Source: an optimization exercise on an open RTL-to-GDS flow (aim: small area, a short achievable clock period and few clock cycles). Production flows keep margins and buffers that such runs may drop. In this exercise RTL edits were held to simulation tests only and were not proved equivalent to the original. No activity file was given, so power comes from the tool's default toggle rates.

Design cv_unit, start of the top module:
module cv_unit (
    input  wire        clk,
    input  wire        rst,           
    input  wire        engine_held,   
    input  wire        req_valid,
    output wire        req_ready,
    input  wire        req_write,
    input  wire [11:0] req_addr,      
    input  wire [1:0]  req_size,      
    input  wire [63:0] req_wdata,     
    output reg         rsp_valid,
    output reg  [63:0] rsp_rdata,
    output reg         host_event
);
For scale: about 2,600 cells after synthesis, ~310 flip-flops, about 150 I/O pins, ~24,000 sq um of cells after synthesis.
==> flow/config.mk <==
export PLATFORM = sky130hd
export DESIGN_NAME = cv_unit
export DESIGN_NICKNAME = cv_unit
export VERILOG_FILES = /design/flow/design.v
export SDC_FILE = /design/flow/constraint.sdc
export NUM_CORES = 4
export LEC_CHECK = 0
export CAP_MARGIN = 20
export CORE_MARGIN = 2
export CORE_UTILIZATION = 40
export SLEW_MARGIN = 20
export SYNTH_HIERARCHICAL = 1
==> flow/constraint.sdc <==
create_clock -name core_clock -period 10.0 [get_ports {clk}]
set_input_delay 2.0000 -clock core_clock [delete_from_list [all_inputs] [get_ports {clk}]]
set_output_delay 2.0000 -clock core_clock [all_outputs]
set_load 0.01 [all_outputs]
standard.sh (not shown) runs the stock make flow with config.mk's settings and CLKGATE_MAP_FILE= SYNTH_SCRIPT=/design/flow/synth_recipe.tcl, a recipe that flattens the netlist after the stock synthesis.
==> flow/flow/run.sh <==
#!/bin/bash
set -euo pipefail
bash standard.sh SETUP_SLACK_MARGIN=6.5 "BUFFER_PORTS_ARGS=-buffer_cell sky130_fd_sc_hd__buf_1" finish > flow_make.log 2>&1
Testbench counts at the start, summed over its fixed seeds: cycles 13,387.
==> next run, changes <==
==> flow/flow/run.sh (replaced) <==
#!/bin/bash
set -euo pipefail
bash standard.sh SETUP_SLACK_MARGIN=6.5 "BUFFER_PORTS_ARGS=-buffer_cell sky130_fd_sc_hd__buf_4" finish > flow_make.log 2>&1
TNS_END_PERCENT = 25   (was default)
Outcome: Non-clock buffer count shrinks by 16; sequential share of layout area hardly moves; wire length barely changes; utilization grows by 0.19 points; global-route usage shrinks by 0.13 points; setup slack loses 0.12 ns; power shrinks slightly; design area grows slightly.

---

cv_unit, a different RTL version from the one above (not shown whole).
Size: roughly 150 I/O pins, roughly 25000 um2 of cells after synthesis.
export LEC_CHECK = 0
export CAP_MARGIN = 20
export CORE_MARGIN = 2
export CORE_UTILIZATION = 40
export SLEW_MARGIN = 20
export SYNTH_HIERARCHICAL = 1
create_clock -name core_clock -period 10.0 [get_ports {clk}]
==> flow/flow/run.sh <==
#!/bin/bash
set -euo pipefail
bash standard.sh SETUP_SLACK_MARGIN=6.75 "BUFFER_PORTS_ARGS=-buffer_cell sky130_fd_sc_hd__buf_1" finish > flow_make.log 2>&1
The first run passed the timing, design-rule and antenna checks.
Testbench counts at the start, summed over its fixed seeds: cycles 13,195.
Edit:
==> flow/flow/run.sh (replaced) <==
#!/bin/bash
set -euo pipefail
bash standard.sh SETUP_SLACK_MARGIN=6.25 "BUFFER_PORTS_ARGS=-buffer_cell sky130_fd_sc_hd__buf_1" finish > flow_make.log 2>&1
Result: Power falls by 3.3%. Wire length falls by 8.8%. Area after synthesis does not change. Die area is unchanged. First-iteration DRC count drops by 0.74%. Utilization falls by 8.5 points. Setup slack degrades by 0.33 ns. Sequential share of layout area rises by 3.0 points. Count of clock-buffer cells in the layout goes down by 7. Fmax shrinks by 8.4%. Sequential power is about the same.
Edit:
==> flow/flow/run.sh (replaced) <==
#!/bin/bash
set -euo pipefail
bash standard.sh SETUP_SLACK_MARGIN=6.5 "BUFFER_PORTS_ARGS=-buffer_cell sky130_fd_sc_hd__buf_1" finish > flow_make.log 2>&1
Area after synthesis does not change.
Worst setup slack gains 0.29 ns.
Cell count came out higher by about 1.5%.
Clock power stays flat.
Die area is unchanged.
Edit:
==> flow/flow/run.sh (replaced) <==
#!/bin/bash
set -euo pipefail
bash standard.sh SETUP_SLACK_MARGIN=6.5 "BUFFER_PORTS_ARGS=-buffer_cell sky130_fd_sc_hd__buf_4" finish > flow_make.log 2>&1
After rerunning: First-iteration DRC count drops by a little under a tenth. Routed wire length climbs by a few percent. Via count stays flat. Cell area climbs slightly. Core utilization climbs by 0.69 points. Global-route usage climbs by 1.7 points. Maximum frequency climbs slightly. Clock power hardly moves.

==> re-timing with driven ports <==
Ports are ideal in the flow. The routed layouts listed here were re-timed in OpenROAD. Step 1 (the two cells are an assumption about what drives the block):
set clk [get_ports {clk}]
set_driving_cell -lib_cell sky130_fd_sc_hd__clkbuf_16 $clk
set_driving_cell -lib_cell sky130_fd_sc_hd__buf_2 [delete_from_list [all_inputs] $clk]
Step 2 times the ports against the registers' clock, not the clock port: input delays grow and output delays shrink by t, the midpoint of the rising clock arrivals with the driver on. Three values: no drivers, after step 1, after step 2; two values: the first two.
run | shift t [ns] | setup WS [ns] | clock arrival spread, ns | slew at the worst register clock pin (ns) | worst slew at a driven data input, ns
the first run of note 1 | 0.614 | 6.378 / 6.378 / 5.980 | 0.034 / 0.034 | 0.08 / 0.08 | 0.07
the second run of note 1 | 0.620 | 6.260 / 6.260 / 5.984 | 0.044 / 0.044 | 0.07 / 0.07 | 0.06
the first run of note 2 | 0.634 | 6.423 / 6.373 / 6.234 | 0.026 / 0.026 | 0.08 / 0.08 | 0.07
the second run of note 2 | 0.610 | 6.095 / 6.095 / 5.854 | 0.038 / 0.038 | 0.08 / 0.08 | 0.06
the third run of note 2 | 0.612 | 6.390 / 6.341 / 6.060 | 0.039 / 0.040 | 0.08 / 0.08 | 0.07
the fourth run of note 2 | 0.603 | 6.459 / 6.402 / 6.070 | 0.035 / 0.035 | 0.08 / 0.08 | 0.06
After both steps every run listed still meets setup and hold. The setup slack of the first run of note 1, which loses most, moves by 0.000 ns with the drivers and by -0.398 ns with both steps.
